What follows belongs to an exercise in optimizing a design on an open flow for small area and a short achievable clock period; a production flow would make more cautious choices. Function was checked by simulation only, so behaviour that the tests miss may differ from the original.

<file path="flow/constraint.sdc">
create_clock -name core_clock -period 12.0 [get_ports {clk}]
set_input_delay 2.4000 -clock core_clock [delete_from_list [all_inputs] [get_ports {clk}]]
set_output_delay 2.4000 -clock core_clock [all_outputs]
set_load 0.01 [all_outputs]
</file>
<file path="flow/config.mk">
export PLATFORM = sky130hd
export DESIGN_NAME = ylb_fpu
export DESIGN_NICKNAME = ylb_fpu
export VERILOG_FILES = /design/flow/design.v
export SDC_FILE = /design/flow/constraint.sdc
export NUM_CORES = 4
export LEC_CHECK = 0
export CAP_MARGIN = 20
export CORE_MARGIN = 2
export CORE_UTILIZATION = 40
export SLEW_MARGIN = 20
</file>
<file path="flow/design.v">
module ylb_fpu (
    input             clk,
    input             rst_n,
    input             in_valid,
    input      [3:0]  in_fn,
    input      [31:0] in_a,
    input      [31:0] in_b,
    input      [31:0] in_c,
    output reg        out_valid,
    output reg        out_wr,
    output reg        out_fl,
    output reg [31:0] out_res,
    output reg [3:0]  out_flags
);
    localparam [3:0] FADD   = 4'h0;
    localparam [3:0] FSUB   = 4'h1;
    localparam [3:0] FMUL   = 4'h2;
    localparam [3:0] FMA    = 4'h3;
    localparam [3:0] FMS    = 4'h4;
    localparam [3:0] FMIN   = 4'h7;
    localparam [3:0] FMAX   = 4'h8;
    localparam [3:0] FABS   = 4'h9;
    localparam [3:0] FNEG   = 4'hA;
    localparam [3:0] FCMP   = 4'hB;
    localparam [3:0] FCVT   = 4'hC;
    localparam [3:0] FCVTL  = 4'hD;
    localparam [3:0] FTOI   = 4'hE;
    localparam [3:0] FCLAMP = 4'hF;
    localparam [31:0] F_NAN = 32'h7FC0_0000;
    localparam [31:0] F_INF = 32'h7F80_0000;
    localparam [31:0] F_ONE = 32'h3F80_0000;
    localparam [31:0] SIGN  = 32'h8000_0000;
    wire is_arith = (in_fn == FADD) || (in_fn == FSUB) || (in_fn == FMUL) ||
                    (in_fn == FMA)  || (in_fn == FMS);
    reg [31:0] x, y, z;
    always @* begin
        x = in_a;
        y = in_b;
        z = in_c;
        case (in_fn)
            FADD: begin y = F_ONE; z = in_b;        end
            FSUB: begin y = F_ONE; z = in_b ^ SIGN; end
            FMUL: begin            z = SIGN;        end    
            FMS:  begin x = in_a ^ SIGN;            end
            default: ;
        endcase
    end
    wire       xs = x[31], ys = y[31], zs = z[31];
    wire [7:0] xe = x[30:23], ye = y[30:23], ze = z[30:23];
    wire [22:0] xf = x[22:0], yf = y[22:0], zf = z[22:0];
    wire x_nan = (xe == 8'hFF) && (xf != 0);
    wire y_nan = (ye == 8'hFF) && (yf != 0);
    wire z_nan = (ze == 8'hFF) && (zf != 0);
    wire x_inf = (xe == 8'hFF) && (xf == 0);
    wire y_inf = (ye == 8'hFF) && (yf == 0);
    wire z_inf = (ze == 8'hFF) && (zf == 0);
    wire x_zero = (xe == 0) && (xf == 0);
    wire y_zero = (ye == 0) && (yf == 0);
    wire z_zero = (ze == 0) && (zf == 0);
    wire sp = xs ^ ys;
    wire [23:0] xm = {xe != 0, xf};
    wire [23:0] ym = {ye != 0, yf};
    wire [23:0] zm = {ze != 0, zf};
    wire signed [11:0] xE = (xe == 0) ? 12'sd1 : {4'b0, xe};
    wire signed [11:0] yE = (ye == 0) ? 12'sd1 : {4'b0, ye};
    wire signed [11:0] zE = (ze == 0) ? 12'sd1 : {4'b0, ze};
    reg [4:0] xlz, ylz;
    integer i;
    always @* begin
        xlz = 0;
        for (i = 0; i < 24; i = i + 1)
            if (xm[i]) xlz = 5'd23 - i[4:0];
        ylz = 0;
        for (i = 0; i < 24; i = i + 1)
            if (ym[i]) ylz = 5'd23 - i[4:0];
    end
    wire [23:0] xmn = xm << xlz;
    wire [23:0] ymn = ym << ylz;
    wire signed [11:0] xEn = xE - {7'b0, xlz};
    wire signed [11:0] yEn = yE - {7'b0, ylz};
    wire [47:0]        prod = xmn * ymn;
    wire signed [11:0] pexp = xEn + yEn;
    wire signed [11:0] sh = pexp - zE - 12'sd100;
    wire signed [11:0] wexp = (sh < 0) ? zE + 12'sd100 : pexp;    
    reg  [75:0] c_al;
    reg         c_st;
    reg  [152:0] c_wide;
    always @* begin
        c_wide = 153'b0;
        if (sh <= 0) begin
            c_al = {zm, 52'b0};
            c_st = 1'b0;
        end else if (sh >= 12'sd77) begin
            c_al = 76'b0;
            c_st = (zm != 0);
        end else begin
            c_wide = {zm, 129'b0} >> sh[6:0];
            c_al = c_wide[152:77];
            c_st = |c_wide[76:0];
        end
    end
    reg        spec;
    reg [31:0] spec_res;
    always @* begin
        spec = 1'b1;
        spec_res = F_NAN;
        if (x_nan || y_nan || z_nan)
            spec_res = F_NAN;
        else if (x_inf || y_inf) begin
            if (x_zero || y_zero)
                spec_res = F_NAN;
            else if (z_inf && (zs != sp))
                spec_res = F_NAN;
            else
                spec_res = {sp, F_INF[30:0]};
        end else if (z_inf)
            spec_res = z;
        else if (x_zero || y_zero) begin
            if (z_zero)
                spec_res = {sp & zs, 31'b0};
            else
                spec_res = z;
        end else
            spec = 1'b0;
    end
    wire a_nan = (in_a[30:23] == 8'hFF) && (in_a[22:0] != 0);
    wire b_nan = (in_b[30:23] == 8'hFF) && (in_b[22:0] != 0);
    wire c_nan = (in_c[30:23] == 8'hFF) && (in_c[22:0] != 0);
    wire [31:0] a_key = in_a[31] ? {1'b0, ~in_a[30:0]} : {1'b1, in_a[30:0]};
    wire [31:0] b_key = in_b[31] ? {1'b0, ~in_b[30:0]} : {1'b1, in_b[30:0]};
    wire [31:0] c_key = in_c[31] ? {1'b0, ~in_c[30:0]} : {1'b1, in_c[30:0]};
    wire [31:0] min_ab = a_nan ? (b_nan ? F_NAN : in_b) :
                         b_nan ? in_a :
                         (a_key <= b_key) ? in_a : in_b;
    wire [31:0] max_ab = a_nan ? (b_nan ? F_NAN : in_b) :
                         b_nan ? in_a :
                         (a_key >= b_key) ? in_a : in_b;
    wire        m_nan = (max_ab[30:23] == 8'hFF) && (max_ab[22:0] != 0);
    wire [31:0] m_key = max_ab[31] ? {1'b0, ~max_ab[30:0]} : {1'b1, max_ab[30:0]};
    wire [31:0] clamp = m_nan ? (c_nan ? F_NAN : in_c) :
                        c_nan ? max_ab :
                        (m_key <= c_key) ? max_ab : in_c;
    wire both_zero = (in_a[30:0] == 0) && (in_b[30:0] == 0);
    reg [3:0] cmp_flags;
    always @* begin
        if (a_nan || b_nan)
            cmp_flags = 4'b0001;
        else if (both_zero || (in_a == in_b))
            cmp_flags = 4'b1000;
        else if (a_key < b_key)
            cmp_flags = 4'b0100;
        else
            cmp_flags = 4'b0000;
    end
    wire [63:0] ival = (in_fn == FCVTL) ? {in_b, in_a} : {{32{in_a[31]}}, in_a};
    wire        isgn = ival[63];
    wire [63:0] imag = isgn ? (~ival + 64'd1) : ival;
    reg  [5:0]  ilz;
    always @* begin
        ilz = 0;
        for (i = 0; i < 64; i = i + 1)
            if (imag[i]) ilz = 6'd63 - i[5:0];
    end
    wire [63:0] inorm = imag << ilz;
    wire        i_rnd = inorm[39] && ((|inorm[38:0]) || inorm[40]);
    wire [31:0] i_pack = ({24'b0, 8'd189 - {2'b0, ilz}} << 23) + {8'b0, inorm[63:40]} + {31'b0, i_rnd};
    wire [31:0] cvt_res = (imag == 0) ? 32'b0 : {isgn, i_pack[30:0]};
    wire [7:0]  te = in_a[30:23];
    wire [23:0] tm = {te != 0, in_a[22:0]};
    wire [7:0]  tE = (te == 0) ? 8'd1 : te;
    reg  [31:0] tq;
    reg  [48:0] tw;
    reg         t_r, t_s;
    always @* begin
        tw = 49'b0;
        t_r = 1'b0;
        t_s = 1'b0;
        if (tE >= 8'd150)
            tq = {8'b0, tm} << (tE - 8'd150);
        else if (tE < 8'd125)
            tq = 32'b0;
        else begin
            tw = {tm, 25'b0} >> (8'd150 - tE);
            tq = {8'b0, tw[48:25]};
            t_r = tw[24];
            t_s = |tw[23:0];
            tq = tq + {31'b0, t_r & (t_s | tq[0])};
        end
    end
    wire [31:0] ftoi_res = a_nan ? 32'b0 :
                           (te >= 8'd158) ? (in_a[31] ? 32'h8000_0000 : 32'h7FFF_FFFF) :
                           in_a[31] ? (~tq + 32'd1) : tq;
    reg [31:0] simple_res;
    always @* begin
        case (in_fn)
            FMIN:    simple_res = min_ab;
            FMAX:    simple_res = max_ab;
            FABS:    simple_res = a_nan ? F_NAN : {1'b0, in_a[30:0]};
            FNEG:    simple_res = a_nan ? F_NAN : {~in_a[31], in_a[30:0]};
            FCVT,
            FCVTL:   simple_res = cvt_res;
            FTOI:    simple_res = ftoi_res;
            FCLAMP:  simple_res = clamp;
            default: simple_res = 32'b0;
        endcase
    end
    reg         v1, arith1, wr1, fl1, spec1, sp1, zs1, st1;
    reg [47:0]  prod1;
    reg [75:0]  cal1;
    reg signed [11:0] pexp1;
    reg [31:0]  spec_res1, simple1;
    reg [3:0]   flags1;
    always @(posedge clk) begin
        if (!rst_n)
            v1 <= 1'b0;
        else
            v1 <= in_valid;
        arith1    <= is_arith;
        wr1       <= (in_fn != FCMP);
        fl1       <= (in_fn == FCMP);
        spec1     <= spec;
        spec_res1 <= spec_res;
        sp1       <= sp;
        zs1       <= zs;
        prod1     <= prod;
        pexp1     <= wexp;
        cal1      <= c_al;
        st1       <= c_st;
        simple1   <= simple_res;
        flags1    <= cmp_flags;
    end
    wire        sub2 = sp1 ^ zs1;
    wire [77:0] pv = {27'b0, prod1, 3'b0};
    wire [77:0] cv = {1'b0, cal1, st1};
    wire [78:0] diff = {1'b0, pv} - {1'b0, cv};
    reg  [77:0] vsum;
    reg         rsign;
    always @* begin
        if (!sub2) begin
            vsum  = pv + cv;
            rsign = sp1;
        end else if (diff[78]) begin
            vsum  = cv - pv;
            rsign = zs1;
        end else begin
            vsum  = diff[77:0];
            rsign = sp1;
        end
    end
    reg [6:0] vlz;
    always @* begin
        vlz = 7'd78;
        for (i = 0; i < 78; i = i + 1)
            if (vsum[i]) vlz = 7'd77 - i[6:0];
    end
    reg         v2, arith2, wr2, fl2, spec2, rsign2, zero2;
    reg [77:0]  vsum2;
    reg [6:0]   vlz2;
    reg signed [11:0] pexp2;
    reg [31:0]  spec_res2, simple2;
    reg [3:0]   flags2;
    always @(posedge clk) begin
        if (!rst_n)
            v2 <= 1'b0;
        else
            v2 <= v1;
        arith2    <= arith1;
        wr2       <= wr1;
        fl2       <= fl1;
        spec2     <= spec1;
        spec_res2 <= spec_res1;
        simple2   <= simple1;
        flags2    <= flags1;
        rsign2    <= rsign;
        zero2     <= (vsum == 0);
        vsum2     <= vsum;
        vlz2      <= vlz;
        pexp2     <= pexp1;
    end
    wire signed [11:0] msb  = 12'sd77 - {5'b0, vlz2};
    wire signed [11:0] u_n  = msb - 12'sd23;           
    wire signed [11:0] u_s  = 12'sd154 - pexp2;        
    wire               nrm  = (u_n >= u_s);
    wire signed [11:0] u    = nrm ? u_n : u_s;
    reg [77:0]  nv;
    reg         nst;
    reg [155:0] nw;
    always @* begin
        nw  = 156'b0;
        nst = 1'b0;
        if (u <= 12'sd54)
            nv = vsum2 << (12'sd54 - u);
        else if (u - 12'sd54 >= 12'sd78) begin
            nv  = 78'b0;
            nst = (vsum2 != 0);
        end else begin
            nw  = {vsum2, 78'b0} >> (u - 12'sd54);
            nv  = nw[155:78];
            nst = |nw[77:0];
        end
    end
    wire [23:0] rm   = nv[77:54];
    wire        rr   = nv[53];
    wire        rs   = (|nv[52:0]) | nst;
    wire        rup  = rr & (rs | rm[0]);
    wire signed [11:0] ebase = nrm ? (pexp2 + msb - 12'sd176) : 12'sd1;
    wire [35:0] pk = ({{24{ebase[11]}}, ebase} - 36'd1 << 23) + {12'b0, rm} + {35'b0, rup};
    wire        ovf  = (ebase >= 12'sd255) || (pk >= 36'h7F80_0000);
    wire [31:0] fma_res = zero2 ? 32'b0 :
                          ovf   ? {rsign2, F_INF[30:0]} :
                                  {rsign2, pk[30:0]};
    always @(posedge clk) begin
        if (!rst_n)
            out_valid <= 1'b0;
        else
            out_valid <= v2;
        out_wr    <= wr2;
        out_fl    <= fl2;
        out_flags <= flags2;
        out_res   <= !arith2 ? simple2 :
                     spec2   ? spec_res2 :
                               fma_res;
    end
endmodule
</file>
<file path="flow/run.sh">
#!/bin/bash
# synth_recipe.tcl (not shown) runs the flow's synth.tcl, then flattens the netlist and writes it again
# the make line also repeats each setting of config.mk as NAME=value (left out here)
make -C /OpenROAD-flow-scripts/flow DESIGN_CONFIG=/design/flow/config.mk WORK_HOME=/design/flow/orfs CLKGATE_MAP_FILE= SYNTH_SCRIPT=/design/flow/synth_recipe.tcl finish
</file>
==> run summary <==
[state kept, by name (all words and copies together), names as in the netlist, 3 cells and up]
| name | cells |
|---|---|
| prod1 | 48 |
| simple2 | 32 |
| pexp2 | 10 |
| out_res | 32 |
| vlz2 | 7 |
| out_flags | 3 |
| spec_res1 | 32 |
| vsum2 | 78 |
| flags1 | 3 |
| cal1 | 76 |
| flags2 | 3 |
| pexp1 | 10 |
| spec_res2 | 32 |
| simple1 | 32 |
[placed cells by master, fill, tap and decap left out, types with 42 or more instances in the layout]
| cell type | count |
|---|---|
| nand2_1 | 1196 |
| nor2_1 | 1023 |
| buf_4 | 973 |
| inv_1 | 809 |
| a21oi_1 | 786 |
| o21ai_0 | 582 |
| mux2i_1 | 507 |
| fa_1 | 484 |
| ha_1 | 460 |
| dfxtp_1 | 416 |
| nand3_1 | 331 |
| xnor2_1 | 316 |
| nor3_1 | 302 |
| mux4_2 | 176 |
| a211oi_1 | 165 |
| o211ai_1 | 164 |
| xor2_1 | 162 |
| nand4_1 | 151 |
| and2_1 | 143 |
| a22oi_1 | 142 |
| clkdlybuf4s50_1 | 133 |
| nor4_1 | 132 |
| a31oi_1 | 117 |
| nor2b_1 | 111 |
| a21o_1 | 111 |
| o31ai_1 | 104 |
| nand2b_1 | 99 |
| o22ai_1 | 95 |
| and3_1 | 85 |
| o21bai_1 | 84 |
| o21a_1 | 73 |
| mux2_2 | 71 |
| or3_1 | 62 |
| a221oi_1 | 52 |
| clkbuf_16 | 47 |
| or2_2 | 46 |
| a2111oi_0 | 45 |
| o21ai_1 | 44 |
| or4_1 | 43 |
| o221ai_1 | 42 |
[kinds of logic after synthesis]
| family | count (synthesis) |
|---|---|
| AND/OR/NAND/NOR | 3885 |
| AO/OA/AOI/OAI | 3166 |
| buffers and inverters | 1641 |
| adder cells (fa/ha/maj) | 956 |
| multiplexers | 768 |
| XOR/XNOR | 493 |
| flip-flops | 416 |
| other | 2 |
[metal layers]
metal / routed length [um] / share of wire (%) / vias up
li1: - / - / 41710
met1: 184000 / 39 / 47500
met2: 200100 / 43 / 6398
met3: 48810 / 10 / 1500
met4: 36300 / 7.7 / 20
met5: 135 / 0.029 / -
[stage by stage]
| stage | utilization (%) | area (um^2) | setup TNS [ns] |
|---|---|---|---|
| after floorplan | - | 84180 | 0 |
| after global placement | 44.93 | 93970 | -19.21 |
| after detailed placement | 44.93 | 93970 | -18.65 |
| after CTS | 45.67 | 95520 | 0 |
| after global routing | 45.97 | 96150 | -0.05840 |
| final | 45.99 | 96180 | 0 |
[what timing repair did]
item / in CTS / in global routing
buffers inserted: 0 / 17
setup endpoints to repair: 14 / 22
gates cloned: 0 / 3
pin swaps: 0 / 38
gates resized for setup: 6 / 98
[worst max-delay path: cells and delay by family]
family | cells | cell delay (ns)
AO/OA/AOI/OAI | 13 | 2.08
buffers and inverters | 13 | 2.04
XOR/XNOR | 1 | 0.16
adder cells (fa/ha/maj) | 9 | 3.93
AND/OR/NAND/NOR | 5 | 0.99
multiplexers | 3 | 0.62
[worst paths after layout]
check	end	slack, ns	depth (start not counted)
worst max-delay path	prod1[44]	0.32	44
worst min-delay path	simple2[0]	0.29	0
worst max register to register	out_res[1]	0.91	32
worst min register to register	simple2[0]	0.29	0
[final cells by class]
type,instances,area [um^2]
Antenna cell,15,37.54
Clock buffer,54,1210
Inverter,823,3098
Clock inverter,27,306.5
Timing Repair Buffer,1161,9523
Sequential cell,416,8328
Tap cell,2805,3510
Multi-Input combinational cell,9272,70170
Fill cell,21300,113000
==> flow_metrics.env <==
export IMPL_status="no timing/DRC/antenna violations"
export IMPL_slew_limit_headroom_pct=12.95
export IMPL_place_ws_ns=-1.180
export IMPL_synth_mux_area_share_pct=11.87
export IMPL_instances_no_fill=14570
export IMPL_worstMarginPinSlew_ns=1.273
export IMPL_numCtsBuffers=44
export IMPL_ys_seq_area_share_pct=9.910
export IMPL_crit_slowest_cell="fa_1"
export IMPL_synth_top_area_share_pct=11.60
export IMPL_drt_iter0_drc=13220
export IMPL_wl_per_cell_um=32.21
export IMPL_synth_top_area_cell="fa_1"
export IMPL_hold_viol=0
export IMPL_drive_above_1_share_pct=13.90
export IMPL_nNetsFinal=12780
export IMPL_clkLatencyLatePin_ns=0.66
export IMPL_antenna_found_initial=31
export IMPL_hpwlAfterDp_um=382800
export IMPL_core_um2=209200
export IMPL_top_usage_layer="met2"
export IMPL_synth_top_family_by_area="compound AO/OA/AOI/OAI gates"
export IMPL_die_w_um=462.4
export IMPL_die_area_um2=213800
export IMPL_max_freq_mhz=85.58
export IMPL_async_flop_share_pct=0
export IMPL_met1_usage_pct=53.68
export IMPL_synthAdderAreaFrac_pct=18.58
export IMPL_die_y_um=462.4
export IMPL_cts_tree="done"
export IMPL_grt_usage_pct=42.00
export IMPL_dp_cells=14460
export IMPL_drt_total_wl_um=469400
export IMPL_grt_remaining_overflow=0
export IMPL_initial_core_util_pct=40.18
export IMPL_crit_required_ns=12.56
export IMPL_cp_end_kind="register"
export IMPL_hold_class="register to register"
export IMPL_ys_ff_latch=416
export IMPL_r2r_start="vlz2[1]"
export IMPL_viasPerCell=6.665
export IMPL_grt_start_max_net_pins=79
export IMPL_grtUsageMet2_pct=64.18
export IMPL_setup_viol=0
export IMPL_syn_inst=11330
export IMPL_cap_violations=0
export IMPL_cts_buffer_depth=3
export IMPL_met3_usage_pct=9.369
export IMPL_setup_slack_ns=0.3156
export IMPL_first_global_vias=93010
export IMPL_drc_errors=0
export IMPL_min_from="simple1[0]"
export IMPL_critical_path_max_stage_delay_ns=0.56
export IMPL_synth_edff_count=0
export IMPL_grt_first_pass_wirelength_um=670000
export IMPL_ys_top_cells_by_count="nand2_1, nor2_1, a21oi_1"
export IMPL_path_clk_slew_ns=0.07
export IMPL_critPathKind="primary input to register"
export IMPL_yosys_top_cells_area="fa_1, dfxtp_1, ha_1"
export IMPL_worst_ep_arrival_time_ns=12.24
export IMPL_yosys_warnings=1
export IMPL_antenna_left=0
export IMPL_synth_compound_area_share_pct=24.94
export IMPL_netlist_area_um2=84040
export IMPL_synth_area_per_cell_um2=7.419
export IMPL_worstSetupStartpoint="in_a[2]"
export IMPL_crit_path_start_kind="primary input"
export IMPL_port_buffers=140
export IMPL_rows=168
export IMPL_htreeDepth=2
export IMPL_period_share_pct=97.37
export IMPL_critPathMaxFanout=15
export IMPL_synth_xor_area_share_pct=5.156
export IMPL_cts_sinks=416
export IMPL_syn2layout_area_growth_pct=14.45
export IMPL_period_needed_ns=11.68
export IMPL_top_level_ports=142
export IMPL_finClkSkew_ns=0.05766
export IMPL_vias=97120
export IMPL_cts_hold_buffers=0
export IMPL_yosys_cell_count_top_type="nand2_1"
export IMPL_maxSlewViolCount=0
export IMPL_cts_root_buf="clkbuf_16"
export IMPL_synthFlopType="dfxtp_1"
export IMPL_synth_distinct_cells=120
export IMPL_hold_ws_ns=0.2936
export IMPL_synth_simple_area_share_pct=21.85
export IMPL_gp_congestion=1.089
export IMPL_first_pass_iters=7

[separate check: timing with driven ports]
The flow's constraints put no driver on any port. The routed layout listed below was extracted and timed again, unchanged, in two steps.
Step 1 (the two cells are an assumption about what drives the block):
set clk [get_ports {clk}]
set_driving_cell -lib_cell sky130_fd_sc_hd__clkbuf_16 $clk
set_driving_cell -lib_cell sky130_fd_sc_hd__buf_2 [delete_from_list [all_inputs] $clk]
Step 2, shift: input delay + t, output delay - t, t = (earliest + latest rising clock arrival at the registers) / 2. This alone moves slack from input paths to output paths.
a / b / c = ideal ports / drivers / drivers and shift; a / b = the first two.
t, ns: 0.714
setup WS [ns]: 0.316 / 0.373 / -0.341
worst register clock-pin slew, ns: 0.08 / 0.08
Met with ideal ports but missed after step 2: setup timing in this run. The setup slack of this run moves by +0.057 ns with the drivers and by -0.657 ns with both steps.
